From an optimization exercise on the open Yosys and OpenROAD flow, aimed at small area, a short achievable clock period and few clock cycles per item; shortcuts taken in it are not production practice.
Function was not checked in any run shown here: the RTL went through the layout flow alone.

## flow/run.sh

```bash
#!/bin/bash
# Layout flow: the standard flow (standard.sh), with synthesis run by
# flow/synth_custom.tcl, which maps logic with an area-recovering ABC script,
# and the port buffers made of buf_1 cells.
set -euo pipefail
cd "$(dirname "$0")/.."
W=$PWD
bash standard.sh SYNTH_SCRIPT=$W/flow/synth_custom.tcl \
  "BUFFER_PORTS_ARGS=-buffer_cell sky130_fd_sc_hd__buf_1" \
  finish > $W/flow_orfs.log 2>&1
```

## flow/abc_custom.script

```
strash
&get -n
&st
&dch
&nf -R 1000 -p
&put
topo
stime -c
buffer -c
upsize -c
dnsize -c
```

## flow/synth_custom.tcl

```tcl
# The standard flow's synthesis (synth_recipe.tcl) with one change: ABC maps with an
# area-recovering script instead of ORFS's abc_speed.script.
set ::custom_abc_script [file join [file dirname [file normalize [info script]]] abc_custom.script]
proc synth {args} { yosys synth -nofsm -noshare {*}$args }
proc abc {args} {
  set i [lsearch -exact $args -script]
  if { $i >= 0 } {
    set args [lreplace $args [expr {$i + 1}] [expr {$i + 1}] $::custom_abc_script]
  }
  yosys abc {*}$args
}
source $::env(SCRIPTS_DIR)/synth.tcl
# left out here: clear keep_hierarchy, flatten, clean up, hide names made inside functions, write 1_2_yosys.v
```

## standard.sh

```bash
#!/bin/bash
# synth_recipe.tcl (not shown) runs the flow's synth.tcl, then flattens the netlist and writes it again
# the make line also repeats each setting of config.mk as NAME=value (left out here)
make -C /OpenROAD-flow-scripts/flow DESIGN_CONFIG=/design/flow/config.mk WORK_HOME=/design/flow/orfs CLKGATE_MAP_FILE= SYNTH_SCRIPT=/design/flow/synth_recipe.tcl "${@:-finish}"
```

## config.mk

```make
export PLATFORM = sky130hd
export DESIGN_NAME = cmac_tag
export DESIGN_NICKNAME = cmac_tag
export VERILOG_FILES = /design/flow/design.v
export SDC_FILE = /design/flow/constraint.sdc
export NUM_CORES = 8
export LEC_CHECK = 0
export CAP_MARGIN = 20
export CORE_MARGIN = 2
export CORE_UTILIZATION = 50
export PLACE_DENSITY = 0.6
export SETUP_SLACK_MARGIN = 4
export SLEW_MARGIN = 20
```

## constraint.sdc

```tcl
create_clock -name core_clock -period 10.0 [get_ports {clk}]
set_input_delay 2.0000 -clock core_clock [delete_from_list [all_inputs] [get_ports {clk}]]
set_output_delay 2.0000 -clock core_clock [all_outputs]
set_load 0.01 [all_outputs]
```

## design.v

```verilog
module cmac_sbox (
    input  wire [7:0] a,
    output wire [7:0] y
);
    wire U0, U1, U2, U3, U4, U5, U6, U7;
    assign U0 = a[7];
    assign U1 = a[6];
    assign U2 = a[5];
    assign U3 = a[4];
    assign U4 = a[3];
    assign U5 = a[2];
    assign U6 = a[1];
    assign U7 = a[0];
    wire T1, T2, T3, T4, T5, T6, T7, T8, T9, T10, T11, T12, T13, T14, T15, T16, T17, T18, T19, T20, T21, T22, T23, T24, T25, T26, T27, M1, M2, M3, M4, M5, M6, M7, M8, M9, M10, M11, M12, M13, M14, M15, M16, M17, M18, M19, M20, M21, M22, M23, M24, M25, M26, M27, M28, M29, M30, M31, M32, M33, M34, M35, M36, M37, M38, M39, M40, M41, M42, M43, M44, M45, M46, M47, M48, M49, M50, M51, M52, M53, M54, M55, M56, M57, M58, M59, M60, M61, M62, M63, L0, L1, L2, L3, L4, L5, L6, L7, L8, L9, L10, L11, L12, L13, L14, L15, L16, L17, L18, L19, L20, L21, L22, L23, L24, L25, L26, L27, L28, L29, S0, S1, S2, S3, S4, S5, S6, S7;
    assign T1 = U0 ^ U3;
    assign T2 = U0 ^ U5;
    assign T3 = U0 ^ U6;
    assign T4 = U3 ^ U5;
    assign T5 = U4 ^ U6;
    assign T6 = T1 ^ T5;
    assign T7 = U1 ^ U2;
    assign T8 = U7 ^ T6;
    assign T9 = U7 ^ T7;
    assign T10 = T6 ^ T7;
    assign T11 = U1 ^ U5;
    assign T12 = U2 ^ U5;
    assign T13 = T3 ^ T4;
    assign T14 = T6 ^ T11;
    assign T15 = T5 ^ T11;
    assign T16 = T5 ^ T12;
    assign T17 = T9 ^ T16;
    assign T18 = U3 ^ U7;
    assign T19 = T7 ^ T18;
    assign T20 = T1 ^ T19;
    assign T21 = U6 ^ U7;
    assign T22 = T7 ^ T21;
    assign T23 = T2 ^ T22;
    assign T24 = T2 ^ T10;
    assign T25 = T20 ^ T17;
    assign T26 = T3 ^ T16;
    assign T27 = T1 ^ T12;
    assign M1 = T13 & T6;
    assign M2 = T23 & T8;
    assign M3 = T14 ^ M1;
    assign M4 = T19 & U7;
    assign M5 = M4 ^ M1;
    assign M6 = T3 & T16;
    assign M7 = T22 & T9;
    assign M8 = T26 ^ M6;
    assign M9 = T20 & T17;
    assign M10 = M9 ^ M6;
    assign M11 = T1 & T15;
    assign M12 = T4 & T27;
    assign M13 = M12 ^ M11;
    assign M14 = T2 & T10;
    assign M15 = M14 ^ M11;
    assign M16 = M3 ^ M2;
    assign M17 = M5 ^ T24;
    assign M18 = M8 ^ M7;
    assign M19 = M10 ^ M15;
    assign M20 = M16 ^ M13;
    assign M21 = M17 ^ M15;
    assign M22 = M18 ^ M13;
    assign M23 = M19 ^ T25;
    assign M24 = M22 ^ M23;
    assign M25 = M22 & M20;
    assign M26 = M21 ^ M25;
    assign M27 = M20 ^ M21;
    assign M28 = M23 ^ M25;
    assign M29 = M28 & M27;
    assign M30 = M26 & M24;
    assign M31 = M20 & M23;
    assign M32 = M27 & M31;
    assign M33 = M27 ^ M25;
    assign M34 = M21 & M22;
    assign M35 = M24 & M34;
    assign M36 = M24 ^ M25;
    assign M37 = M21 ^ M29;
    assign M38 = M32 ^ M33;
    assign M39 = M23 ^ M30;
    assign M40 = M35 ^ M36;
    assign M41 = M38 ^ M40;
    assign M42 = M37 ^ M39;
    assign M43 = M37 ^ M38;
    assign M44 = M39 ^ M40;
    assign M45 = M42 ^ M41;
    assign M46 = M44 & T6;
    assign M47 = M40 & T8;
    assign M48 = M39 & U7;
    assign M49 = M43 & T16;
    assign M50 = M38 & T9;
    assign M51 = M37 & T17;
    assign M52 = M42 & T15;
    assign M53 = M45 & T27;
    assign M54 = M41 & T10;
    assign M55 = M44 & T13;
    assign M56 = M40 & T23;
    assign M57 = M39 & T19;
    assign M58 = M43 & T3;
    assign M59 = M38 & T22;
    assign M60 = M37 & T20;
    assign M61 = M42 & T1;
    assign M62 = M45 & T4;
    assign M63 = M41 & T2;
    assign L0 = M61 ^ M62;
    assign L1 = M50 ^ M56;
    assign L2 = M46 ^ M48;
    assign L3 = M47 ^ M55;
    assign L4 = M54 ^ M58;
    assign L5 = M49 ^ M61;
    assign L6 = M62 ^ L5;
    assign L7 = M46 ^ L3;
    assign L8 = M51 ^ M59;
    assign L9 = M52 ^ M53;
    assign L10 = M53 ^ L4;
    assign L11 = M60 ^ L2;
    assign L12 = M48 ^ M51;
    assign L13 = M50 ^ L0;
    assign L14 = M52 ^ M61;
    assign L15 = M55 ^ L1;
    assign L16 = M56 ^ L0;
    assign L17 = M57 ^ L1;
    assign L18 = M58 ^ L8;
    assign L19 = M63 ^ L4;
    assign L20 = L0 ^ L1;
    assign L21 = L1 ^ L7;
    assign L22 = L3 ^ L12;
    assign L23 = L18 ^ L2;
    assign L24 = L15 ^ L9;
    assign L25 = L6 ^ L10;
    assign L26 = L7 ^ L9;
    assign L27 = L8 ^ L10;
    assign L28 = L11 ^ L14;
    assign L29 = L11 ^ L17;
    assign S0 = L6 ^ L24;
    assign S1 = ~(L16 ^ L26);
    assign S2 = ~(L19 ^ L28);
    assign S3 = L6 ^ L21;
    assign S4 = L20 ^ L22;
    assign S5 = L25 ^ L29;
    assign S6 = ~(L13 ^ L27);
    assign S7 = ~(L6 ^ L23);
    assign y = {S0, S1, S2, S3, S4, S5, S6, S7};
endmodule
module cmac_tag (
    input  wire         clk,
    input  wire         rst,           
    input  wire         in_valid,
    output wire         in_ready,
    input  wire         in_first,      
    input  wire         in_last,       
    input  wire [4:0]   in_nbytes,     
    input  wire [127:0] in_data,
    input  wire [127:0] key,
    output reg          tag_valid,
    output reg  [63:0]  tag
);
    localparam [2:0] S_IDLE = 3'd0,    
                     S_LCMP = 3'd1,    
                     S_LRDY = 3'd2,    
                     S_RUN  = 3'd3,    
                     S_WAIT = 3'd4;    
    reg [2:0]   state;
    reg [3:0]   rnd;                   
    reg         rlast;                 
    reg [127:0] s;                     
    reg [127:0] rk;                    
    reg [127:0] kq;                    
    reg [127:0] l;                     
    reg         lv;                    
    reg         blk_last;              
    reg         offer_q;               
    reg         hit_q;                 
    wire st_idle = (state == S_IDLE);
    wire st_lcmp = (state == S_LCMP);
    wire st_lrdy = (state == S_LRDY);
    wire st_run  = (state == S_RUN);
    wire st_wait = (state == S_WAIT);
    assign in_ready = (st_idle && offer_q && hit_q) ||
                      (st_lcmp && rlast && !blk_last) ||
                      st_lrdy || st_wait ||
                      (st_run && rlast && (!blk_last || (offer_q && hit_q)));
    wire take   = in_valid && in_ready;
    wire lstart = (st_idle || (st_run && rlast && blk_last)) &&
                  in_valid && offer_q && !hit_q;
    wire [127:0] sb;                   
    genvar g;
    generate
        for (g = 0; g < 16; g = g + 1) begin : g_sub
            cmac_sbox u_sbox (.a(s[8*g +: 8]), .y(sb[8*g +: 8]));
        end
    endgenerate
    wire [127:0] sr;                   
    generate
        for (g = 0; g < 16; g = g + 1) begin : g_shift
            localparam integer R   = g % 4;
            localparam integer COL = g / 4;
            localparam integer SRC = R + 4 * ((COL + R) % 4);
            assign sr[127 - 8*g -: 8] = sb[127 - 8*SRC -: 8];
        end
    endgenerate
    wire [127:0] mc;
    generate
        for (g = 0; g < 4; g = g + 1) begin : g_mix
            wire [7:0] a0 = sr[127 - 32*g      -: 8];
            wire [7:0] a1 = sr[127 - 32*g - 8  -: 8];
            wire [7:0] a2 = sr[127 - 32*g - 16 -: 8];
            wire [7:0] a3 = sr[127 - 32*g - 24 -: 8];
            wire [7:0] t  = a0 ^ a1 ^ a2 ^ a3;
            wire [7:0] e0 = a0 ^ a1;
            wire [7:0] e1 = a1 ^ a2;
            wire [7:0] e2 = a2 ^ a3;
            wire [7:0] e3 = a3 ^ a0;
            wire [7:0] x0 = {e0[6:0], 1'b0} ^ (e0[7] ? 8'h1b : 8'h00);
            wire [7:0] x1 = {e1[6:0], 1'b0} ^ (e1[7] ? 8'h1b : 8'h00);
            wire [7:0] x2 = {e2[6:0], 1'b0} ^ (e2[7] ? 8'h1b : 8'h00);
            wire [7:0] x3 = {e3[6:0], 1'b0} ^ (e3[7] ? 8'h1b : 8'h00);
            wire [7:0] m  = {8{~rlast}};
            assign mc[127 - 32*g      -: 8] = a0 ^ ((t ^ x0) & m);
            assign mc[127 - 32*g - 8  -: 8] = a1 ^ ((t ^ x1) & m);
            assign mc[127 - 32*g - 16 -: 8] = a2 ^ ((t ^ x2) & m);
            assign mc[127 - 32*g - 24 -: 8] = a3 ^ ((t ^ x3) & m);
        end
    endgenerate
    reg [7:0] rcon;
    always @(*) begin
        case (rnd)
            4'd1:    rcon = 8'h01;
            4'd2:    rcon = 8'h02;
            4'd3:    rcon = 8'h04;
            4'd4:    rcon = 8'h08;
            4'd5:    rcon = 8'h10;
            4'd6:    rcon = 8'h20;
            4'd7:    rcon = 8'h40;
            4'd8:    rcon = 8'h80;
            4'd9:    rcon = 8'h1b;
            4'd10:   rcon = 8'h36;
            default: rcon = 8'h00;
        endcase
    end
    wire [31:0] w3  = rk[31:0];
    wire [31:0] rot = {w3[23:0], w3[31:24]};
    wire [31:0] subw;
    generate
        for (g = 0; g < 4; g = g + 1) begin : g_ksub
            cmac_sbox u_ksbox (.a(rot[8*g +: 8]), .y(subw[8*g +: 8]));
        end
    endgenerate
    wire [31:0]  p0   = rk[127:96] ^ {rcon, 24'd0};
    wire [31:0]  p1   = rk[95:64]  ^ p0;
    wire [31:0]  p2   = rk[63:32]  ^ p1;
    wire [31:0]  p3   = rk[31:0]   ^ p2;
    wire [127:0] pre  = {p0, p1, p2, p3};
    wire [127:0] late = mc ^ {4{subw}};
    wire [127:0] rk_next   = pre ^ {4{subw}};
    wire [127:0] round_out = late ^ pre;
    wire [127:0] k1 = {l[126:0], 1'b0} ^ (l[127] ? 128'h87 : 128'h0);
    wire [127:0] k2 = {k1[126:0], 1'b0} ^ (k1[127] ? 128'h87 : 128'h0);
    wire        full = in_nbytes[4];
    reg  [15:0] dec;                   
    reg  [15:0] lt;                    
    integer j;
    always @(*) begin
        for (j = 0; j < 16; j = j + 1) begin
            dec[j] = (in_nbytes[3:0] == j);
            lt[j]  = (in_nbytes[3:0] >  j);
        end
    end
    wire [15:0] keep = lt | {16{full}};    
    reg [127:0] padded;
    integer i;
    always @(*) begin
        for (i = 0; i < 16; i = i + 1)
            padded[127 - 8*i -: 8] = (!in_last || keep[i]) ? in_data[127 - 8*i -: 8] :
                                     {dec[i] && !full, 7'd0};
    end
    wire [127:0] m_blk   = padded ^ (!in_last ? 128'd0 : full ? k1 : k2);
    wire [127:0] kk      = lstart ? key : kq;
    wire [127:0] blockin = (take ? m_blk : 128'd0) ^ kk;
    wire sel_r  = (st_lcmp || st_run) && !(rlast && (st_lcmp || blk_last));
    wire y_key  = take || lstart || !(sel_r || st_wait);
    wire [127:0] y = (take ? m_blk : 128'd0) ^ (y_key ? kk : 128'd0);
    wire busy = st_lcmp || st_run;
    always @(posedge clk) begin
        s <= ({128{sel_r}} & late) ^
             (({128{sel_r}} & pre) ^ ({128{st_wait}} & s) ^ y);
        tag <= round_out[127:64];
        if (take || lstart)
            rk <= kk;
        else
            rk <= rk_next;
        if (lstart)
            kq <= key;
        if (st_lcmp && rlast)
            l <= round_out;
    end
    always @(posedge clk) begin
        if (rst) begin
            state     <= S_IDLE;
            tag_valid <= 1'b0;
            lv        <= 1'b0;
            offer_q   <= 1'b0;
            hit_q     <= 1'b0;
            rnd       <= 4'd1;
            rlast     <= 1'b0;
            blk_last  <= 1'b0;
        end else begin
            tag_valid <= 1'b0;
            offer_q   <= in_valid && !take;
            hit_q     <= lv && (key == kq) && !lstart;
            if (take || lstart) begin
                rnd   <= 4'd1;
                rlast <= 1'b0;
            end else begin
                rnd   <= rnd + 4'd1;
                rlast <= (rnd == 4'd9);
            end
            if (take || lstart)
                blk_last <= in_last;
            case (state)
                S_IDLE: begin
                    if (take)
                        state <= S_RUN;
                    else if (lstart) begin
                        lv    <= 1'b0;
                        state <= S_LCMP;
                    end
                end
                S_LCMP: begin
                    if (rlast) begin
                        lv    <= 1'b1;
                        state <= take ? S_RUN : S_LRDY;
                    end
                end
                S_LRDY: begin
                    if (take)
                        state <= S_RUN;
                end
                S_RUN: begin
                    if (rlast) begin
                        if (blk_last) begin
                            tag_valid <= 1'b1;
                            if (lstart) begin
                                lv    <= 1'b0;
                                state <= S_LCMP;
                            end else if (!take) begin
                                state <= S_IDLE;
                            end
                        end else if (!take) begin
                            state <= S_WAIT;
                        end
                    end
                end
                S_WAIT: begin
                    if (take)
                        state <= S_RUN;
                end
                default: state <= S_IDLE;
            endcase
        end
    end
endmodule
```

==> flow_summary.json, run 1 <==
{
  "insertion_delay_ns": 0.67,
  "grt_max_degree": 196,
  "synth_ff_type": "dfxtp_1",
  "wl_per_cell_um": 25.7,
  "h-tree-depth": 3,
  "ys_ff_latch": 597,
  "arrival_ns": 6.41,
  "finalCriticalPeriod_ns": 5.98,
  "first_global_vias": 45200,
  "utilization_pct": 63.0,
  "tightest_slew_ns": 1.37,
  "ff2ff_path_depth": 23,
  "netlist_area_um2": 55300,
  "fin_crit_sh_pct": 59.8,
  "synth_area_leaders": "xnor2_1 (32%), dfxtp_1 (17%), xor2_1 (12%), edfxtp_1 (7.0%), nor2_1 (4.8%)",
  "fmax_mhz": 167,
  "rr_endpoint": "l[92]",
  "grt_pass1_wl_um": 309000,
  "status": "no timing/DRC/antenna violations",
  "crit_type": "reg -> reg",
  "first_pass_iters": 6,
  "setup_tns_ns": 0,
  "whs_path_depth": 1,
  "yosysWarnings": 1,
  "setup_viol": 0,
  "crit_required_ns": 10.43,
  "netlist.area_leader.share_pct": 32.0,
  "fp-row-count": 122,
  "cts.sinks": 597,
  "cts_tree": "yes",
  "die-area_um2": 113000,
  "top_level_ports": 332,
  "max-cap-violations": 0,
  "path_clk_slew_ns": 0.06,
  "synth_cell_types": 73,
  "ys_async_sr_fraction_pct": 0,
  "final_net_count": 7436,
  "cp-end-kind": "flip-flop",
  "seq_area_frac_synth_pct": 23.9,
  "yosysMostFrequentCell": "xnor2_1",
  "die_w_um": 337,
  "netlist_instances": 6543,
  "synth_edf_count": 128,
  "hold_viol": 0,
  "vias_per_cell": 5.61,
  "core-area_um2": 110000,
  "wirelength_um": 223000,
  "initialDrtViolationCount": 5602,
  "root_buffer": "clkbuf_16",
  "regToRegSetupSlack_ns": 4.02,
  "route.vias.total": 48700,
  "die_h_um": 337,
  "hold_path_startpoint": "rnd[0]",
  "syn_nets": 6855,
  "start_util_pct": 50.2,
  "ant_nets": 0,
  "yosysTopAreaCell": "xnor2_1",
  "cts_buffers": 75,
  "portBuffers": 330,
  "yosys-top-cells-count": "xnor2_1 (2018), xor2_1 (765), nor2_1 (712)",
  "grt_setup_unrepaired": "true",
  "drv_slew": 0,
  "grt_usage_pct": 37.5,
  "area_delta_synth_final_pct": 25.6,
  "fin_worst_skew_ns": 0.0447,
  "min_path_type": "reg -> reg",
  "timing.rr.start": "s[89]",
  "hpwl_um": 171000,
  "hold_buffers": 0,
  "drive_above_1_share_pct": 19.0,
  "cp_max_fo": 6,
  "clockBufferDepth": 3,
  "start_kind": "flip-flop",
  "drc": 0,
  "grt_antenna_before_repair": 15,
  "grt-ovfl-total": 0,
  "place_congestion": 1.03,
  "hold_path_end": "rnd[0]",
  "syn_area_per_cell_um2": 8.45,
  "max-slew-margin-rel_pct": 8.28
}
worst max-delay path by stage:
| stage | from | endpoint | slack [ns] | cells after the start |
|---|---|---|---|---|
| floorplan | s[73] | l[10] | 4.58 | 23 |
| global placement | s[121] | l[127] | 2.90 | 21 |
| detailed placement | s[1] | l[127] | 2.83 | 21 |
| CTS | s[1] | l[120] | 3.95 | 23 |
| global route | s[102] | l[82] | 3.80 | 26 |
| finish | s[89] | l[92] | 4.02 | 23 |
per-stage QoR:
step	setup WS (ns)	instance area [µm²]	std cells	hold slack [ns]
after global routing	3.80	69400	8672	0.490
after global placement	2.90	58600	8255	0.446
after detailed placement	2.83	58600	8255	0.456
after CTS	3.95	64400	8480	0.470
final	4.02	69500	8679	0.466
after floorplan	4.58	55300	6543	0.416
layer usage:
layer / GRT usage (%) / up-vias / routed length [µm]
li1: - / 22200 / -
met1: 50.4 / 23400 / 88100
met2: 56.4 / 2567 / 95300
met3: 6.58 / 574 / 23800
met4: 22.0 / 8 / 15700
met5: 0 / - / 51
kinds of logic (layout without fill, tap and decap cells):
logic type               after synthesis  count (layout)  synth area share (%)
XOR/XNOR                            2913            2913                  48.0
AND/OR/NAND/NOR                     1444            1444                  11.0
AO/OA/AOI/OAI                        917             917                  10.2
flip-flops                           597             597                  23.9
buffers and inverters                490            1131                  3.42
multiplexers                         136             136                  2.47
adder cells (fa/ha/maj)               46              46                  1.04
other                                  0               7                     0
worst max-delay path, stage by stage (launching register included):
cell,delay [ns]
dfxtp_4,0.40
xor2_4,0.21
xnor2_2,0.25
xor2_2,0.19
ha_1,0.27
xnor2_1,0.16
xnor2_1,0.30
xnor2_2,0.16
buf_4,0.18
xor2_2,0.16
mux2_4,0.37
xnor2_1,0.21
nor2b_2,0.27
xor2_2,0.21
xnor2_1,0.21
xor2_1,0.25
xnor2_1,0.15
buf_4,0.24
xor2_4,0.27
xnor2_2,0.19
a21oi_1,0.24
o21ai_2,0.18
xnor2_2,0.28
xor2_1,0.37
repair_timing:
item,in CTS,in global routing
pin swaps,58,160
buffers inserted,88,192
hold endpoints to repair,0,0
resized for setup,361,498
endpoints found under the setup margin,320,328
flip-flops by register name (all words and copies together) (netlist names), 3 cells and up:
register  flops
state         3
kq          128
l           128
s           128
rk          128
rcon          8
tag          64
rnd           4
final cells by class:
class | count | area [µm²]
Multi-Input combinational cell | 5456 | 46100
Fill cell | 9415 | 40800
Clock buffer | 106 | 2120
Inverter | 251 | 942
Timing Repair Buffer | 743 | 4680
Tap cell | 1488 | 1860
Antenna cell | 7 | 17.5
Sequential cell | 597 | 13400
Clock inverter | 31 | 309
cells in the final DEF (no fill, tap or decap), types with 14 or more instances in the layout:
cell	instances
a211oi_1	14
a21oi_1	204
a21oi_2	34
a221oi_1	30
a22oi_1	195
and2_1	20
buf_1	330
buf_12	27
buf_4	386
clkbuf_1	22
clkbuf_16	78
dfxtp_1	376
dfxtp_2	75
dfxtp_4	18
edfxtp_1	128
ha_1	46
inv_1	249
mux2i_1	126
nand2_1	474
nand2b_1	84
nor2_1	702
nor2_2	16
nor2b_1	59
nor4_1	14
o21ai_0	249
o21ai_1	20
o22ai_1	62
o31ai_1	17
xnor2_1	1657
xnor2_2	362
xnor2_4	103
xor2_1	616
xor2_2	119
xor2_4	56
==> run 2, diff against run 1 <==
--- a/config.mk
+++ b/config.mk
@@ -9,5 +9,5 @@
 export CORE_MARGIN = 2
-export CORE_UTILIZATION = 50
-export PLACE_DENSITY = 0.6
-export SETUP_SLACK_MARGIN = 4
+export CORE_UTILIZATION = 65
+export PLACE_DENSITY = 0.75
+export SETUP_SLACK_MARGIN = 3
 export SLEW_MARGIN = 20
==> run 2 against run 1 <==
Effect of this change: synthesized area stayed put; clock skew is 0.012 ns lower; register-to-register slack worse by 0.87 ns; still clean on timing, DRC and antenna; critical endpoint is now l[7]; global-route usage is 8.2 points higher; count of clock-buffer cells in the layout is 16 lower; sequential share of layout area is 2.4 points higher.
==> flow_summary.json, run 2 <==
{
  "status": "no timing/DRC/antenna violations",
  "cp_max_fo": 6,
  "top_level_ports": 332,
  "setup_tns_ns": 0,
  "dpl-instance-area_um2": 58000,
  "cp-end-kind": "flip-flop",
  "netlist_instances": 6543,
  "vias_per_cell": 6.00,
  "synth_area_leaders": "xnor2_1 (32%), dfxtp_1 (17%), xor2_1 (12%), edfxtp_1 (7.0%), nor2_1 (4.8%)",
  "whs_ns": 0.490,
  "cts.sinks": 597,
  "grt_usage_pct": 45.7,
  "seq_area_frac_synth_pct": 23.9,
  "start_kind": "flip-flop",
  "final-instance-count-excl-fill": 8028,
  "wl_per_cell_um": 25.6,
  "arrival_ns": 7.18,
  "yosysWarnings": 1,
  "die_h_um": 296,
  "netlist.area_leader.share_pct": 32.0,
  "ys_async_sr_fraction_pct": 0,
  "endpoint": "l[7]",
  "grt_setup_unrepaired": "true",
  "placed_cells": 7887,
  "drv_slew": 0,
  "drc": 0,
  "die-area_um2": 87400,
  "fin_area_um2": 60900,
  "netlist_area_um2": 55300,
  "setup_viol": 0,
  "fin_crit_sh_pct": 68.6,
  "max-slew-margin-rel_pct": 7.66,
  "rr_endpoint": "l[7]",
  "synth_ff_type": "dfxtp_1",
  "synth_cell_types": 73,
  "grt_pass1_wl_um": 293000,
  "syn_nets": 6855,
  "synth_edf_count": 128,
  "syn_area_per_cell_um2": 8.45,
  "final_net_count": 7144,
  "grt_max_degree": 196,
  "ant_nets": 0,
  "tightest_slew_ns": 1.35,
  "fill_cells": 6818,
  "insertion_delay_ns": 0.65,
  "grt_antenna_before_repair": 17,
  "area_delta_synth_final_pct": 10.2,
  "fmax_mhz": 146,
  "h-tree-depth": 3,
  "initialDrtViolationCount": 6195,
  "portBuffers": 330,
  "grt-ovfl-total": 0,
  "first_global_vias": 45200,
  "crit_type": "reg -> reg",
  "max-cap-violations": 0,
  "clockBufferDepth": 3,
  "place_congestion": 1.06,
  "cts_tree": "yes",
  "ff2ff_path_depth": 22,
  "timing.rr.start": "s[113]",
  "cp-startpoint": "s[113]",
  "yosysMostFrequentCell": "xnor2_1",
  "hold_viol": 0,
  "path_clk_slew_ns": 0.06,
  "die_w_um": 296,
  "min_path_type": "reg -> reg",
  "fp-row-count": 106,
  "regToRegSetupSlack_ns": 3.14,
  "first_pass_iters": 6,
  "yosys-top-cells-count": "xnor2_1 (2018), xor2_1 (765), nor2_1 (712)",
  "fin_worst_skew_ns": 0.0322,
  "finalCriticalPeriod_ns": 6.86,
  "route.vias.total": 48100,
  "cts_buffers": 69,
  "core-area_um2": 84000,
  "crit_required_ns": 10.33,
  "mostFrequentLayoutCells": "xnor2_1 (1963), xor2_1 (759), nor2_1 (710)",
  "utilization_pct": 72.6,
  "hpwl_um": 162000,
  "layout_commonest_cell": "xnor2_1",
  "root_buffer": "clkbuf_16",
  "drive_above_1_share_pct": 6.84,
  "wirelength_um": 205000,
  "start_util_pct": 65.9,
  "yosysTopAreaCell": "xnor2_1",
  "ys_ff_latch": 597
}
[run 2: cell counts after synthesis]
No cell type changed its count.
[run 2: metal layers]
metal	wire length, µm	vias to the layer above	track usage, %	part of all wire [%]
met5	101	-	0	0.049
met4	17800	16	33.5	8.7
met3	26600	718	12.1	13
met2	83500	3177	65.9	41
met1	77400	22500	58.7	38
li1	-	21700	-	-
[run 2: how the worst min path moves through the flow]
stage | endpoint | cells past startpoint | slack (ns) | startpoint
finish | rnd[0] | 1 | 0.49 | rnd[0]
global route | rnd[0] | 1 | 0.50 | rnd[0]
CTS | rnd[0] | 1 | 0.47 | rnd[0]
detailed placement | rnd[0] | 1 | 0.46 | rnd[0]
global placement | rnd[0] | 1 | 0.44 | rnd[0]
floorplan | rnd[0] | 1 | 0.42 | rnd[0]
[run 2: layout make-up]
| cell class | instances | area [µm²] | share of cell area [%] |
|---|---|---|---|
| repair buffers | 457 | 2220 | 3.64 |
| flip-flops and latches | 597 | 13200 | 21.7 |
| inverters | 251 | 942 | 1.55 |
| well taps | 1134 | 1420 | 2.33 |
| diodes | 7 | 17.5 | 0.0288 |
| clock inverters | 36 | 344 | 0.565 |
| multi-input cells | 5456 | 40800 | 67.0 |
| clock buffers | 90 | 1930 | 3.17 |
[run 2: repair_timing]
action	4_1_cts	5_1_grt
gates cloned	0	0
resized for setup	2	71
buffers inserted	0	8
hold buffers	0	0
pin swaps	0	4
setup endpoints to repair	3	221
hold endpoints to repair	0	0
[run 2: through the flow]
step                      setup WS [ns]
final                              3.14
after global routing               2.85
after CTS                          3.06
after detailed placement           2.86
after global placement             2.91
after floorplan                    3.88
[run 2: logic make-up after synthesis]
kind of cell	after synthesis	synth area share [%]
multiplexers	136	2.47
flip-flops	597	23.9
buffers and inverters	490	3.42
AND/OR/NAND/NOR	1444	11.0
adder cells (fa/ha/maj)	46	1.04
AO/OA/AOI/OAI	917	10.2
XOR/XNOR	2913	48.0
[run 2: critical path, stage by stage, from the launching register on]
cell and delay [ns]:
dfxtp_1 0.57, xor2_2 0.20, xnor2_2 0.38, xor2_1 0.18
ha_1 0.25, xnor2_1 0.32, xnor2_1 0.14, xnor2_1 0.36
nor2b_1 0.19, o21ai_0 0.09, o21a_1 0.19, xnor2_1 0.34
xor2_1 0.22, nand2_1 0.11, xor2_2 0.37, xnor2_2 0.22
xnor2_1 0.76, xnor2_2 0.30, xnor2_2 0.39, xnor2_1 0.19
nor2_1 0.08, xnor2_1 0.48, xnor2_1 0.20
==> run 3, diff against run 2 <==
--- a/design.v
+++ b/design.v
@@ -183,4 +183,4 @@
     wire take   = in_valid && in_ready;
-    wire lstart = (st_idle || (st_run && rlast && blk_last)) &&
-                  in_valid && offer_q && !hit_q;
+    wire newkey = (st_idle || (st_run && rlast && blk_last)) && offer_q && !hit_q;
+    wire lstart = newkey && in_valid;
     wire [127:0] sb;                   
@@ -224,19 +224,25 @@
     endgenerate
+    wire mid = (st_lcmp || st_run) && !rlast;
+    wire [127:0] kk  = newkey ? key : kq;
+    wire [127:0] src = mid ? rk : kk;
     reg [7:0] rcon;
     always @(*) begin
-        case (rnd)
-            4'd1:    rcon = 8'h01;
-            4'd2:    rcon = 8'h02;
-            4'd3:    rcon = 8'h04;
-            4'd4:    rcon = 8'h08;
-            4'd5:    rcon = 8'h10;
-            4'd6:    rcon = 8'h20;
-            4'd7:    rcon = 8'h40;
-            4'd8:    rcon = 8'h80;
-            4'd9:    rcon = 8'h1b;
-            4'd10:   rcon = 8'h36;
-            default: rcon = 8'h00;
-        endcase
+        if (!mid)
+            rcon = 8'h01;
+        else begin
+            case (rnd)
+                4'd1:    rcon = 8'h02;
+                4'd2:    rcon = 8'h04;
+                4'd3:    rcon = 8'h08;
+                4'd4:    rcon = 8'h10;
+                4'd5:    rcon = 8'h20;
+                4'd6:    rcon = 8'h40;
+                4'd7:    rcon = 8'h80;
+                4'd8:    rcon = 8'h1b;
+                4'd9:    rcon = 8'h36;
+                default: rcon = 8'h00;
+            endcase
+        end
     end
-    wire [31:0] w3  = rk[31:0];
+    wire [31:0] w3  = src[31:0];
     wire [31:0] rot = {w3[23:0], w3[31:24]};
@@ -248,10 +254,8 @@
     endgenerate
-    wire [31:0]  p0   = rk[127:96] ^ {rcon, 24'd0};
-    wire [31:0]  p1   = rk[95:64]  ^ p0;
-    wire [31:0]  p2   = rk[63:32]  ^ p1;
-    wire [31:0]  p3   = rk[31:0]   ^ p2;
-    wire [127:0] pre  = {p0, p1, p2, p3};
-    wire [127:0] late = mc ^ {4{subw}};
-    wire [127:0] rk_next   = pre ^ {4{subw}};
-    wire [127:0] round_out = late ^ pre;
+    wire [31:0]  p0   = src[127:96] ^ {rcon, 24'd0};
+    wire [31:0]  p1   = src[95:64]  ^ p0;
+    wire [31:0]  p2   = src[63:32]  ^ p1;
+    wire [31:0]  p3   = src[31:0]   ^ p2;
+    wire [127:0] rk_next   = {p0, p1, p2, p3} ^ {4{subw}};
+    wire [127:0] round_out = mc ^ rk;
     wire [127:0] k1 = {l[126:0], 1'b0} ^ (l[127] ? 128'h87 : 128'h0);
@@ -277,4 +281,2 @@
     wire [127:0] m_blk   = padded ^ (!in_last ? 128'd0 : full ? k1 : k2);
-    wire [127:0] kk      = lstart ? key : kq;
-    wire [127:0] blockin = (take ? m_blk : 128'd0) ^ kk;
     wire sel_r  = (st_lcmp || st_run) && !(rlast && (st_lcmp || blk_last));
@@ -284,9 +286,6 @@
     always @(posedge clk) begin
-        s <= ({128{sel_r}} & late) ^
-             (({128{sel_r}} & pre) ^ ({128{st_wait}} & s) ^ y);
+        s <= ({128{sel_r}} & mc) ^
+             (({128{sel_r}} & rk) ^ ({128{st_wait}} & s) ^ y);
         tag <= round_out[127:64];
-        if (take || lstart)
-            rk <= kk;
-        else
-            rk <= rk_next;
+        rk <= rk_next;
         if (lstart)
--- a/config.mk
+++ b/config.mk
@@ -9,4 +9,4 @@
 export CORE_MARGIN = 2
-export CORE_UTILIZATION = 65
-export PLACE_DENSITY = 0.75
+export CORE_UTILIZATION = 50
+export PLACE_DENSITY = 0.6
 export SETUP_SLACK_MARGIN = 3
==> run 3 against run 2 <==
Effect of this change: still clean on timing, DRC and antenna; global-route usage is 9.6 points lower; clock skew up 0.00066 ns; die area grew 26%; routed wire length up 0.82%.
==> flow_summary.json, run 3 <==
{
  "grt_setup_unrepaired": "true",
  "ys_ff_latch": 597,
  "min_path_type": "reg -> reg",
  "top_level_ports": 332,
  "seq_area_frac_synth_pct": 26.9,
  "fin_crit_sh_pct": 68.6,
  "insertion_delay_ns": 0.67,
  "yosys-top-cells-count": "xnor2_1 (2004), xor2_1 (757), nor2_1 (609)",
  "max-slew-margin-rel_pct": 21.3,
  "multi_input_area_um2": 40400,
  "cts_tree": "yes",
  "fin_worst_skew_ns": 0.0329,
  "cts_buffers": 73,
  "synth_ff_type": "dfxtp_1",
  "netlist_instances": 6101,
  "synth_area_leaders": "xnor2_1 (33%), edfxtp_1 (14%), dfxtp_1 (13%), xor2_1 (12%), nor2_1 (4.2%)",
  "grt_antenna_before_repair": 27,
  "max-cap-violations": 0,
  "path_clk_slew_ns": 0.06,
  "die_h_um": 332,
  "vias_per_cell": 5.65,
  "hold_path_startpoint": "lv",
  "netlist_area_um2": 54000,
  "die-area_um2": 111000,
  "grt_pass1_wl_um": 290000,
  "first_global_vias": 41800,
  "initialDrtViolationCount": 4868,
  "crit_required_ns": 10.53,
  "place_congestion": 0.987,
  "fill_cells": 9832,
  "start_util_pct": 50.4,
  "synth_edf_count": 256,
  "timing.rr.start": "state[0]",
  "cp_max_fo": 12,
  "final_net_count": 6715,
  "hold_viol": 0,
  "rr_endpoint": "rk[3]",
  "area_delta_synth_final_pct": 14.6,
  "yosysWarnings": 1,
  "grt_max_degree": 185,
  "syn_area_per_cell_um2": 8.84,
  "grt_usage_pct": 36.1,
  "route.vias.total": 44500,
  "die_w_um": 332,
  "yosysTopAreaCell": "xnor2_1",
  "wirelength_um": 207000,
  "first_pass_iters": 8,
  "start_kind": "flip-flop",
  "clockBufferDepth": 3,
  "ys_async_sr_fraction_pct": 0,
  "yosysMostFrequentCell": "xnor2_1",
  "mostFrequentLayoutCells": "xnor2_1 (1814), xor2_1 (712), nor2_1 (606)",
  "whs_path_depth": 2,
  "register_area_um2": 14500,
  "crit_type": "reg -> reg",
  "cts.sinks": 597,
  "drive_above_1_share_pct": 9.42,
  "core-area_um2": 107000,
  "drv_slew": 0,
  "grt-ovfl-total": 0,
  "layout_commonest_cell": "xnor2_1",
  "setup_tns_ns": 0,
  "regToRegSetupSlack_ns": 3.14,
  "setup_viol": 0,
  "fmax_mhz": 146,
  "root_buffer": "clkbuf_16",
  "syn_nets": 6409,
  "ant_nets": 0,
  "cp-end-kind": "flip-flop",
  "portBuffers": 330,
  "synth_cell_types": 79,
  "ff2ff_path_depth": 26,
  "hpwl_um": 166000,
  "status": "no timing/DRC/antenna violations",
  "arrival_ns": 7.39,
  "tightest_slew_ns": 1.15,
  "hold_path_end": "lv",
  "drc": 0,
  "fp-row-count": 120,
  "finalCriticalPeriod_ns": 6.86,
  "netlist.area_leader.share_pct": 32.5,
  "wl_per_cell_um": 26.3,
  "h-tree-depth": 3,
  "hold_buffers": 0
}
## run 3: changes by cell type after synthesis, sizes merged, moves of 21 or more
cell,before,now
xor2,791,770
a22oi,195,259
nor2,720,612
o21ai,281,165
edfxtp,128,256
inv,251,121
o31ai,19,62
nand2,480,529
o22ai,65,100
xnor2,2122,2037
dfxtp,469,341
a21oi,240,95
## run 3: final cells by class
class,instances,share of cell area [%]
clock inverters,38,0.654
flip-flops and latches,597,23.5
multi-input cells,5162,65.3
well taps,1403,2.84
diodes,8,0.0324
clock buffers,97,3.34
repair buffers,452,3.65
inverters,121,0.743
## run 3: repair_timing
action / in CTS / in global routing
gates resized for setup: 93 / 201
endpoints found under the setup margin: 246 / 375
buffers inserted: 6 / 48
pin swaps: 8 / 34
gates cloned: 1 / 0
## run 3: cells by family (layout without fill, tap and decap cells)
logic type	Yosys count	count (layout)	share of synthesized area (%)
buf+inv	343	708	2.47
simple gates	1401	1402	11.0
compound gates	778	778	9.80
flops	597	597	26.9
xor+xnor	2808	2808	46.4
fa+ha+maj	42	42	0.974
mux	132	132	2.45
other cells	0	8	0
## run 3: worst max-delay path by stage
stage | start | endpoint | slack, ns | cells past startpoint
floorplan | key[30] | rk[2] | 3.52 | 22
global placement | key[4] | rk[15] | 2.10 | 21
detailed placement | key[28] | rk[4] | 2.04 | 23
CTS | s[103] | l[84] | 2.78 | 21
global route | s[9] | l[84] | 2.86 | 22
finish | state[0] | rk[3] | 3.14 | 26
## run 3: layer usage
metal / GRT usage (%) / share of wire [%]
met2: 55.2 / 43
met4: 17.7 / 5.7
met3: 7.50 / 10
met1: 48.3 / 41
met5: 0 / 0.068
## run 3: critical path: stages (launching register included)
cell	delay [ns]
dfxtp_2	0.39
nor2b_4	0.26
nand2_4	0.14
nand2b_4	0.16
and4bb_4	0.26
buf_12	0.18
buf_4	0.24
mux2i_2	0.29
nand2_1	0.13
o21ai_4	0.21
xor2_2	0.26
xor2_2	0.29
xor2_1	0.23
ha_1	0.27
xnor2_1	0.14
xnor2_1	0.26
xnor2_2	0.21
xnor2_1	0.16
mux2_2	0.41
xor2_4	0.22
xnor2_2	0.20
nand2_2	0.11
xnor2_4	0.30
xnor2_1	0.14
xnor2_1	0.69
xnor2_1	0.36
xnor2_1	0.21
## run 3: stage by stage
stage	setup WS (ns)	hold slack, ns	instance area [µm²]	util [%]	std cells
2_1_floorplan	3.52	0.460	54000	-	6101
3_3_place_gp	2.10	0.477	56700	52.9	7680
3_5_place_dp	2.04	0.496	56700	52.9	7680
4_1_cts	2.78	0.503	59900	56.0	7822
5_1_grt	2.86	0.523	61800	57.8	7874
6_report	3.14	0.505	61800	57.8	7878
==> run 4, diff against run 3 <==
--- a/design.v
+++ b/design.v
@@ -170,2 +170,3 @@
     reg         lv;                    
+    reg         kn;                    
     reg         blk_last;              
@@ -183,4 +184,4 @@
     wire take   = in_valid && in_ready;
-    wire newkey = (st_idle || (st_run && rlast && blk_last)) && offer_q && !hit_q;
-    wire lstart = newkey && in_valid;
+    wire kq_load = (st_idle || (st_run && blk_last)) && offer_q && !hit_q && !kn;
+    wire lstart  = (st_idle || (st_run && rlast && blk_last)) && offer_q && kn && in_valid;
     wire [127:0] sb;                   
@@ -225,4 +226,3 @@
     wire mid = (st_lcmp || st_run) && !rlast;
-    wire [127:0] kk  = newkey ? key : kq;
-    wire [127:0] src = mid ? rk : kk;
+    wire [127:0] src = mid ? rk : kq;
     reg [7:0] rcon;
@@ -283,3 +283,3 @@
     wire y_key  = take || lstart || !(sel_r || st_wait);
-    wire [127:0] y = (take ? m_blk : 128'd0) ^ (y_key ? kk : 128'd0);
+    wire [127:0] y = (take ? m_blk : 128'd0) ^ (y_key ? kq : 128'd0);
     wire busy = st_lcmp || st_run;
@@ -290,3 +290,3 @@
         rk <= rk_next;
-        if (lstart)
+        if (kq_load)
             kq <= key;
@@ -300,2 +300,3 @@
             lv        <= 1'b0;
+            kn        <= 1'b0;
             offer_q   <= 1'b0;
@@ -308,3 +309,7 @@
             offer_q   <= in_valid && !take;
-            hit_q     <= lv && (key == kq) && !lstart;
+            hit_q     <= lv && (key == kq) && !kq_load;
+            if (kq_load) begin
+                kn <= 1'b1;
+                lv <= 1'b0;
+            end
             if (take || lstart) begin
@@ -322,6 +327,4 @@
                         state <= S_RUN;
-                    else if (lstart) begin
-                        lv    <= 1'b0;
+                    else if (lstart)
                         state <= S_LCMP;
-                    end
                 end
@@ -330,2 +333,3 @@
                         lv    <= 1'b1;
+                        kn    <= 1'b0;
                         state <= take ? S_RUN : S_LRDY;
@@ -341,6 +345,5 @@
                             tag_valid <= 1'b1;
-                            if (lstart) begin
-                                lv    <= 1'b0;
+                            if (lstart)
                                 state <= S_LCMP;
-                            end else if (!take) begin
+                            else if (!take) begin
                                 state <= S_IDLE;
==> run 4 against run 3 <==
Effect of this change: still clean; synthesized area down 1.3%; final cell count down 2.7%; die area down 1.3%; synthesized cell count down 2.5%; non-clock buffer count down 68; fmax up 2.5%; via count down 5.1%; first-iteration DRC count down 9.8%; critical endpoint is now rk[6]; largest cell class unchanged.
==> flow_summary.json, run 4 <==
{
  "ff2ff_path_depth": 22,
  "fill_cells": 9809,
  "top_level_ports": 332,
  "ys_ff_latch": 598,
  "clockBufferDepth": 3,
  "start_util_pct": 50.5,
  "layout_commonest_cell": "xnor2_1",
  "synth_ff_type": "dfxtp_1",
  "dpl-instance-area_um2": 55800,
  "root_buffer": "clkbuf_16",
  "place_congestion": 1.02,
  "grt_usage_pct": 35.5,
  "die-area_um2": 109000,
  "seq_area_frac_synth_pct": 27.3,
  "fin_worst_skew_ns": 0.0252,
  "vias_per_cell": 5.51,
  "hold_path_end": "rlast",
  "register_area_um2": 14500,
  "first_global_vias": 40700,
  "grt_setup_unrepaired": "true",
  "cts.sinks": 598,
  "cp_max_fo": 12,
  "multi_input_area_um2": 38400,
  "whs_path_depth": 1,
  "final_net_count": 6521,
  "ant_nets": 0,
  "route.vias.total": 42200,
  "setup_tns_ns": 0,
  "insertion_delay_ns": 0.67,
  "synth_cell_types": 80,
  "max-cap-violations": 0,
  "status": "no timing/DRC/antenna violations",
  "yosysTopAreaCell": "xnor2_1",
  "final-instance-count-excl-fill": 7668,
  "grt-ovfl-total": 0,
  "fp-row-count": 119,
  "grt_pass1_wl_um": 280000,
  "arrival_ns": 7.26,
  "drive_above_1_share_pct": 7.24,
  "start_kind": "flip-flop",
  "hold_buffers": 0,
  "tightest_slew_ns": 1.14,
  "path_clk_slew_ns": 0.06,
  "drc": 0,
  "drv_slew": 0,
  "hold_path_startpoint": "rnd[3]",
  "ys_async_sr_fraction_pct": 0,
  "portBuffers": 330,
  "cts_buffers": 74,
  "netlist_area_um2": 53300,
  "yosysMostFrequentCell": "xnor2_1",
  "synth_area_leaders": "xnor2_1 (33%), edfxtp_1 (14%), dfxtp_1 (13%), xor2_1 (12%), nor2_1 (4.7%)",
  "netlist_instances": 5946,
  "regToRegSetupSlack_ns": 3.31,
  "synth_edf_count": 256,
  "yosys-top-cells-count": "xnor2_1 (1982), xor2_1 (760), nor2_1 (669)",
  "die_h_um": 330,
  "initialDrtViolationCount": 4391,
  "placed_cells": 7515,
  "finalCriticalPeriod_ns": 6.69,
  "netlist.area_leader.share_pct": 32.6,
  "wirelength_um": 198000,
  "core-area_um2": 105000,
  "grt_antenna_before_repair": 10,
  "area_delta_synth_final_pct": 11.4,
  "rr_endpoint": "rk[6]",
  "crit_required_ns": 10.57,
  "fin_area_um2": 59400,
  "die_w_um": 330,
  "first_pass_iters": 6,
  "crit_type": "reg -> reg",
  "h-tree-depth": 3,
  "timing.rr.start": "state[0]",
  "mostFrequentLayoutCells": "xnor2_1 (1892), xor2_1 (742), nor2_1 (667)",
  "hpwl_um": 161000,
  "wl_per_cell_um": 25.8,
  "fmax_mhz": 149,
  "syn_nets": 6254,
  "min_path_type": "reg -> reg",
  "grt_max_degree": 103,
  "yosysWarnings": 1,
  "syn_area_per_cell_um2": 8.96,
  "fin_crit_sh_pct": 66.9,
  "hold_viol": 0,
  "setup_viol": 0,
  "cp-end-kind": "flip-flop",
  "max-slew-margin-rel_pct": 23.7,
  "cts_tree": "yes"
}
-- run 4: cell types whose count changed after synthesis, sizes merged, moves of 22 or more --
cell	change
o22ai	-68
mux2i	-47
nand2	+25
o21ai	-56
o31ai	-60
nor2	+60
clkbuf	-38
xnor2	+22
-- run 4: kinds of logic after synthesis --
logic type	synth area share (%)
buf+inv	2.45
flops	27.3
simple gates	11.8
fa+ha+maj	0.987
xor+xnor	48.3
mux	1.76
compound gates	7.44
-- run 4: through the flow --
step | util (%) | setup WS, ns | hold slack [ns]
CTS | 55.5 | 2.99 | 0.518
floorplan | - | 3.07 | 0.458
detailed placement | 53.0 | 2.52 | 0.512
global route | 56.3 | 2.92 | 0.543
global placement | 52.9 | 2.47 | 0.503
finish | 56.3 | 3.31 | 0.519
-- run 4: per-layer routing --
layer | global-route usage (%) | vias up | share of wire, %
met5 | 0 | - | 0.0071
met4 | 18.1 | 2 | 5.8
met3 | 6.29 | 321 | 8.5
met2 | 55.0 | 1765 | 44
met1 | 47.6 | 20400 | 42
li1 | - | 19700 | -
-- run 4: worst max path at each step --
stage	cells after the start	from	slack [ns]	endpoint
floorplan	6	state[0]	3.07	kq[0]
global placement	23	state[0]	2.47	rk[28]
detailed placement	23	state[0]	2.52	rk[28]
CTS	23	state[0]	2.99	rk[31]
global route	22	s[89]	2.92	l[82]
finish	22	state[0]	3.31	rk[6]
-- run 4: cell type report --
| cell class | count | area share, % |
|---|---|---|
| flip-flops and latches | 598 | 24.5 |
| multi-input cells | 5033 | 64.8 |
| clock buffers | 95 | 3.56 |
| repair buffers | 384 | 2.82 |
| diodes | 4 | 0.0169 |
| inverters | 122 | 0.780 |
| clock inverters | 41 | 0.626 |
| well taps | 1391 | 2.93 |
-- run 4: critical path, cell delays in order (launching register included) --
cell and delay, ns:
dfxtp_1 0.43, nor2b_4 0.27, buf_4 0.22, nand2b_4 0.23, o21ai_4 0.35, xor2_2 0.30, xnor2_2 0.15, xnor2_1 0.28
ha_1 0.21, xor2_1 0.27, xnor2_1 0.15, xnor2_2 0.26, o21ai_1 0.13, xnor2_1 0.39, xor2_1 0.29, xnor2_1 0.20
or2b_1 0.30, xor2_1 0.26, xnor2_1 0.12, xnor2_1 0.60, xnor2_1 0.32, xnor2_1 0.67, xnor2_1 0.18
-- run 4: repair_timing --
item,in CTS,in global routing
setup buffers,0,11
gates cloned,2,0
pin swaps,0,3
gates resized for setup,22,107
setup endpoints to repair,69,303
==> run 5, diff against run 4 <==
--- a/config.mk
+++ b/config.mk
@@ -11,3 +11,3 @@
 export PLACE_DENSITY = 0.6
-export SETUP_SLACK_MARGIN = 3
+export SETUP_SLACK_MARGIN = 3.5
 export SLEW_MARGIN = 20
==> run 5 against run 4 <==
Effect of this change: worst setup slack gained 0.36 ns; die area is the same; flip-flop and latch count is the same; global-route usage shrank 0.38 points; clock skew grew 0.013 ns; largest cell class unchanged; synthesized cell count is the same; via count grew 1.5%; critical endpoint is now l[115]; worst hold slack gained 0.026 ns; sequential share of layout area shrank 1.0 points; core utilization grew 2.5 points.
==> flow_summary.json, run 5 <==
{
  "fp-row-count": 119,
  "yosys.area_share.xor_xnor_pct": 48.3,
  "layout_commonest_cell": "xnor2_1",
  "yosysWarnings": 1,
  "fmax_mhz": 158,
  "fill_cells": 9577,
  "crit_required_ns": 10.35,
  "status": "no timing/DRC/antenna violations",
  "wl_per_cell_um": 25.7,
  "clockBufferDepth": 3,
  "cp-startpoint": "s[127]",
  "post-place-ws_ns": 2.69,
  "grt-ovfl-total": 0,
  "cts_buffers": 75,
  "hpwl_um": 158000,
  "wirelength_um": 198000,
  "synth_edf_count": 256,
  "yosys-top-cells-count": "xnor2_1 (1982), xor2_1 (760), nor2_1 (669)",
  "max-cap-violations": 0,
  "regToRegSetupSlack_ns": 3.67,
  "synth-compound-area-share_pct": 7.44,
  "start_util_pct": 50.5,
  "syn_area_per_cell_um2": 8.96,
  "cts.sinks": 598,
  "cts_tree": "yes",
  "cp-end-kind": "flip-flop",
  "finalCriticalPeriod_ns": 6.33,
  "place_congestion": 1.02,
  "cp_top_family": "XOR/XNOR gates",
  "fin_crit_sh_pct": 63.3,
  "grt_antenna_before_repair": 14,
  "vias_per_cell": 5.55,
  "die-area_um2": 109000,
  "ant_nets": 0,
  "portBuffers": 330,
  "ff2ff_path_depth": 22,
  "first_pass_iters": 5,
  "crit_type": "reg -> reg",
  "crit_path_frequent_cell": "xnor2_1",
  "hold_buffers": 0,
  "grt_max_degree": 133,
  "tightest_slew_ns": 1.15,
  "ys_async_sr_fraction_pct": 0,
  "cp_max_fo": 5,
  "area_delta_synth_final_pct": 16.4,
  "synth-simple-area-share_pct": 11.8,
  "rr_endpoint": "l[115]",
  "drv_slew": 0,
  "utilization_pct": 58.8,
  "core-area_um2": 105000,
  "timing.rr.start": "s[127]",
  "yosysTopAreaCell": "xnor2_1",
  "setup_viol": 0,
  "path_clk_slew_ns": 0.06,
  "path_cells": "xor2_2, xor2_2, xnor2_1, ha_1, xor2_1, xnor2_1, xnor2_1, inv_1, o21ai_0, xnor2_1, xnor2_1, xnor2_1, and2b_2, xnor2_4, xnor2_1, xnor2_1, xor2_1, xnor2_2, xnor2_1, nor2_1, xnor2_1, xnor2_1",
  "netlist_area_um2": 53300,
  "fin_ws_ns": 3.67,
  "muxShareOfSynthArea_pct": 1.76,
  "crit_slowest_cell": "dfxtp_1",
  "arrival_ns": 6.68,
  "cp_num_buf_inv": 1,
  "post_synth_fa_ha_maj_area_fraction_pct": 0.987,
  "grt_pass1_wl_um": 278000,
  "root_buffer": "clkbuf_16",
  "endpoint": "l[115]",
  "yosysMostFrequentCell": "xnor2_1",
  "crit_path_max_incr_delay_ns": 0.51,
  "synth_area_leaders": "xnor2_1 (33%), edfxtp_1 (14%), dfxtp_1 (13%), xor2_1 (12%), nor2_1 (4.7%)",
  "min_path_type": "reg -> reg",
  "netlist_instances": 5946,
  "first_global_vias": 40700,
  "hold_viol": 0,
  "ys_ff_latch": 598,
  "mostFrequentLayoutCells": "xnor2_1 (1741), xor2_1 (685), nor2_1 (666)",
  "grt_usage_pct": 35.2,
  "seq_area_frac_synth_pct": 27.3,
  "die_w_um": 330,
  "top_level_ports": 332,
  "path_depth": 22,
  "start_kind": "flip-flop",
  "syn_nets": 6254,
  "initialDrtViolationCount": 4402,
  "max-slew-margin-rel_pct": 23.3,
  "drive_above_1_share_pct": 11.5,
  "insertion_delay_ns": 0.68,
  "synth_cell_types": 80,
  "grt_setup_unrepaired": "true",
  "setup_tns_ns": 0,
  "route.vias.total": 42900,
  "synth_top_family_by_area": "XOR/XNOR gates",
  "h-tree-depth": 3,
  "final_net_count": 6566,
  "synth_ff_type": "dfxtp_1",
  "drc": 0,
  "fin_worst_skew_ns": 0.0385,
  "die_h_um": 330,
  "netlist.area_leader.share_pct": 32.6
}
## run 5: cell count changes in the layout (fill, tap and decap cells not counted), moves of 16 or more
cell | before | now
xnor2_1 | 1892 | 1741
xnor2_2 | 159 | 279
xor2_1 | 742 | 685
xor2_2 | 41 | 87
buf_4 | 50 | 90
xnor2_4 | 8 | 39
dfxtp_1 | 338 | 322
## run 5: worst min-delay path by stage
stage / from / endpoint / depth (start not counted) / slack [ns]
after floorplan: rk[77] / tag[13] / 1 / 0.47
after global routing: kn / kn / 2 / 0.56
after global placement: kn / kn / 2 / 0.51
final: kn / kn / 2 / 0.54
after detailed placement: rk[116] / tag[52] / 1 / 0.52
after CTS: rk[116] / tag[52] / 1 / 0.54
## run 5: tightest hold or removal path, stage by stage, from the launching register on
cell,delay (ns)
dfxtp_1,0.36
inv_1,0.07
a211oi_1,0.06
## run 5: layout make-up
class / count / area [µm²] / share of cell area [%]
sequential: 598 / 14600 / 23.5
tap: 1391 / 1740 / 2.81
clock inverter: 38 / 480 / 0.775
inverter: 122 / 463 / 0.746
antenna: 7 / 17.5 / 0.0282
clock buffer: 101 / 2120 / 3.42
multi-input combinational: 5033 / 40600 / 65.4
timing repair buffer: 428 / 2050 / 3.31
## run 5: through the flow
step	instance area [µm²]	hold slack (ns)	cells
6_report	62000	0.545	7718
5_1_grt	62000	0.556	7714
4_1_cts	59400	0.542	7659
3_5_place_dp	55800	0.522	7513
3_3_place_gp	55800	0.509	7512
2_1_floorplan	53300	0.465	5946
## run 5: timing repair
| action | 4_1_cts | 5_1_grt |
|---|---|---|
| setup endpoints to repair | 284 | 376 |
| pin swaps | 2 | 37 |
| endpoints found under the hold margin | 0 | 0 |
| gates cloned | 2 | 0 |
| resized for setup | 129 | 291 |
| setup buffers | 5 | 52 |
## run 5: logic make-up (layout without fill, tap and decap cells)
family                   Yosys count  after routing
adder cells (fa/ha/maj)           42             42
flip-flops                       598            598
multiplexers                      83             83
AO/OA/AOI/OAI                    578            578
XOR/XNOR                        2843           2843
buffers and inverters            317            689
AND/OR/NAND/NOR                 1485           1487
other                              0              7
## run 5: layer usage
layer | GRT usage (%) | vias to the layer above | wire length, µm
met4 | 17.8 | 10 | 11800
li1 | - | 19800 | -
met5 | 0 | - | 57
met2 | 54.7 | 1957 | 87500
met1 | 47.7 | 20700 | 81400
met3 | 5.00 | 388 | 17200
==> run 6, diff against run 5 <==
--- a/design.v
+++ b/design.v
@@ -209,3 +209,2 @@
             wire [7:0] a3 = sr[127 - 32*g - 24 -: 8];
-            wire [7:0] t  = a0 ^ a1 ^ a2 ^ a3;
             wire [7:0] e0 = a0 ^ a1;
@@ -218,7 +217,6 @@
             wire [7:0] x3 = {e3[6:0], 1'b0} ^ (e3[7] ? 8'h1b : 8'h00);
-            wire [7:0] m  = {8{~rlast}};
-            assign mc[127 - 32*g      -: 8] = a0 ^ ((t ^ x0) & m);
-            assign mc[127 - 32*g - 8  -: 8] = a1 ^ ((t ^ x1) & m);
-            assign mc[127 - 32*g - 16 -: 8] = a2 ^ ((t ^ x2) & m);
-            assign mc[127 - 32*g - 24 -: 8] = a3 ^ ((t ^ x3) & m);
+            assign mc[127 - 32*g      -: 8] = rlast ? a0 : (e1 ^ a3) ^ x0;
+            assign mc[127 - 32*g - 8  -: 8] = rlast ? a1 : (e2 ^ a0) ^ x1;
+            assign mc[127 - 32*g - 16 -: 8] = rlast ? a2 : (e3 ^ a1) ^ x2;
+            assign mc[127 - 32*g - 24 -: 8] = rlast ? a3 : (e0 ^ a2) ^ x3;
         end
--- a/config.mk
+++ b/config.mk
@@ -11,3 +11,3 @@
 export PLACE_DENSITY = 0.6
-export SETUP_SLACK_MARGIN = 3.5
+export SETUP_SLACK_MARGIN = 4
 export SLEW_MARGIN = 20
==> run 6 against run 5 <==
Effect of this change: still clean on timing, DRC and antenna; synthesized area up 0.66%; final cell count up 3.0%; cell area up 6.1%; core utilization up 2.8 points; first-iteration DRC count up 7.0%; fmax up 7.1%; via count up 3.9%; count of clock-buffer cells in the layout down 10; register-to-register slack better by 0.42 ns; critical endpoint is now rk[2]; largest cell class unchanged.
==> flow_summary.json, run 6 <==
{
  "status": "no timing/DRC/antenna violations",
  "yosysTopAreaCell": "xnor2_1",
  "hold_path_startpoint": "rnd[2]",
  "top_level_ports": 332,
  "fin_crit_sh_pct": 59.1,
  "portBuffers": 330,
  "crit_type": "reg -> reg",
  "seq_area_frac_synth_pct": 27.1,
  "max-slew-margin-rel_pct": 19.9,
  "ff2ff_path_depth": 25,
  "insertion_delay_ns": 0.68,
  "yosys-top-cells-count": "xnor2_1 (2031), nand2_1 (715), xor2_1 (698)",
  "first_global_vias": 41500,
  "hold_buffers": 0,
  "root_buffer": "clkbuf_16",
  "yosysWarnings": 1,
  "post_synth_fa_ha_maj_area_fraction_pct": 0.980,
  "route.vias.total": 44500,
  "path_clk_slew_ns": 0.06,
  "die_h_um": 331,
  "grt_antenna_before_repair": 18,
  "synth_area_leaders": "xnor2_1 (33%), edfxtp_1 (14%), dfxtp_1 (13%), xor2_1 (11%), nand2_1 (5.0%)",
  "finalCriticalPeriod_ns": 5.91,
  "synth-simple-area-share_pct": 11.7,
  "die-area_um2": 110000,
  "clockBufferDepth": 3,
  "ys_async_sr_fraction_pct": 0,
  "final-instance-count-excl-fill": 7948,
  "muxShareOfSynthArea_pct": 1.99,
  "netlist_instances": 6042,
  "initialDrtViolationCount": 4710,
  "timing.rr.start": "state[0]",
  "ant_nets": 0,
  "grt-ovfl-total": 0,
  "fin_worst_skew_ns": 0.0427,
  "whs_path_depth": 1,
  "drv_slew": 0,
  "synth-compound-area-share_pct": 8.25,
  "setup_tns_ns": 0,
  "cts_buffers": 73,
  "synth_top_family_by_area": "XOR/XNOR gates",
  "synth_ff_type": "dfxtp_1",
  "start_kind": "flip-flop",
  "placed_cells": 7594,
  "cp_max_fo": 15,
  "crit_required_ns": 10.60,
  "whs_ns": 0.469,
  "layout_commonest_cell": "xnor2_1",
  "max-cap-violations": 0,
  "die_w_um": 331,
  "fp-row-count": 120,
  "core-area_um2": 107000,
  "grt_pass1_wl_um": 285000,
  "setup_viol": 0,
  "place_congestion": 1.00,
  "vias_per_cell": 5.60,
  "rr_endpoint": "rk[2]",
  "first_pass_iters": 8,
  "hold_viol": 0,
  "grt_setup_unrepaired": "true",
  "area_delta_synth_final_pct": 22.7,
  "ys_ff_latch": 598,
  "netlist.area_leader.share_pct": 33.2,
  "syn_area_per_cell_um2": 8.87,
  "h-tree-depth": 3,
  "hpwl_um": 160000,
  "min_path_type": "reg -> reg",
  "drive_above_1_share_pct": 16.2,
  "grt_usage_pct": 35.5,
  "start_util_pct": 50.2,
  "arrival_ns": 6.51,
  "syn_nets": 6350,
  "yosysMostFrequentCell": "xnor2_1",
  "regToRegSetupSlack_ns": 4.09,
  "wirelength_um": 205000,
  "drc": 0,
  "cts.sinks": 598,
  "tightest_slew_ns": 1.19,
  "synth_cell_types": 84,
  "synth_edf_count": 256,
  "final_net_count": 6788,
  "hold_path_end": "rlast",
  "mostFrequentLayoutCells": "xnor2_1 (1703), nand2_1 (713), xor2_1 (597)",
  "yosys.area_share.xor_xnor_pct": 47.6,
  "cp-end-kind": "flip-flop",
  "fmax_mhz": 169,
  "netlist_area_um2": 53600,
  "wl_per_cell_um": 25.8,
  "grt_max_degree": 130,
  "cts_tree": "yes"
}
==> run 6: layout make-up <==
type                    count  area [µm²]
flip-flops and latches    598       14600
clock inverters            44         512
inverters                 115         437
repair buffers            579        3580
clock buffers              91        2040
diodes                      5        12.5
fillers                  9245       41000
multi-input cells        5113       42800
well taps                1403        1760
==> run 6: per-stage QoR <==
step / setup slack (ns) / utilization (%) / cell area (µm²)
after global routing: 3.87 / 61.6 / 65800
after detailed placement: 2.06 / 52.6 / 56100
after floorplan: 4.60 / - / 53600
after CTS: 3.96 / 57.4 / 61300
after global placement: 2.11 / 52.5 / 56100
final: 4.09 / 61.6 / 65800
==> run 6: layer usage <==
metal / vias up / GRT usage (%) / wire length (µm)
met5: - / 0 / 144
met2: 2017 / 55.3 / 91200
li1: 20400 / - / -
met1: 21700 / 48.0 / 85100
met3: 385 / 5.62 / 17400
met4: 22 / 17.0 / 11500
==> run 6: worst max-delay path, cell delays in order, from the launching register on <==
cell      delay, ns
dfxtp_2        0.35
nor2b_4        0.14
nand2b_4       0.23
buf_16         0.23
mux2i_4        0.39
xnor2_4        0.16
xnor2_4        0.32
xnor2_2        0.14
xnor2_2        0.16
nor2_1         0.25
xnor2_2        0.17
xor2_2         0.29
nand2_2        0.14
xnor2_1        0.25
mux2i_2        0.40
xnor2_2        0.16
xnor2_2        0.17
nor2_2         0.21
xor2_4         0.29
xnor2_2        0.17
xnor2_1        0.29
xnor2_2        0.10
buf_4          0.18
xnor2_4        0.31
xnor2_2        0.18
xnor2_1        0.13
==> run 6: cells by family (layout without fill, tap and decap cells) <==
| logic type | count (synthesis) | after routing |
|---|---|---|
| xor+xnor | 2823 | 2823 |
| simple gates | 1480 | 1480 |
| compound gates | 675 | 675 |
| flops | 598 | 598 |
| buf+inv | 331 | 829 |
| mux | 93 | 93 |
| fa+ha+maj | 42 | 42 |
| other cells | 0 | 5 |
==> run 6: timing repair <==
item,in CTS,in global routing
hold endpoints to repair,0,0
setup endpoints to repair,441,400
gates resized for setup,304,409
cloned,0,2
pin swaps,32,109
buffers inserted,48,164
==> run 6: how the worst max path moves through the flow <==
stage                   to     start  cells after the start
floorplan            l[73]     s[13]                     22
global placement    rk[30]     rlast                     24
detailed placement  rk[30]     rlast                     22
CTS                  l[67]     s[97]                     23
global route         l[91]     s[15]                     22
finish               rk[2]  state[0]                     25

static timing again, ports no longer ideal:
Ports are ideal in the flow. The routed layouts listed here were re-timed in OpenROAD. Step 1, drivers: a clkbuf_16 drives clk and a buf_2 each remaining input, both assumed. Step 2 also shifts input and output timing later by t, the mid clock arrival at the registers, as if the neighbouring blocks saw the same clock. Slacks: ideal ports / drivers / drivers and shift; pairs: ideal ports / drivers.
run | t (ns) | setup slack, ns | latest minus earliest clock arrival (ns) | worst register clock-pin slew, ns | pins driven straight from the clock port
run 1 | 0.729 | 4.017 / 4.017 / 3.741 | 0.045 / 0.044 | 0.07 / 0.07 | 1
run 2 | 0.702 | 3.144 / 3.144 / 3.144 | 0.036 / 0.036 | 0.07 / 0.07 | 1
run 3 | 0.732 | 3.142 / 3.142 / 2.514 | 0.034 / 0.033 | 0.07 / 0.07 | 1
run 4 | 0.732 | 3.308 / 3.308 / 3.308 | 0.025 / 0.026 | 0.07 / 0.07 | 1
run 5 | 0.740 | 3.667 / 3.667 / 3.667 | 0.039 / 0.039 | 0.07 / 0.07 | 1
run 6 | 0.734 | 4.086 / 4.086 / 4.086 | 0.044 / 0.045 | 0.08 / 0.08 | 1
After both steps every run listed still meets setup and hold. The setup slack of run 3, which loses most, moves by 0.000 ns with the drivers and by -0.628 ns with both steps.
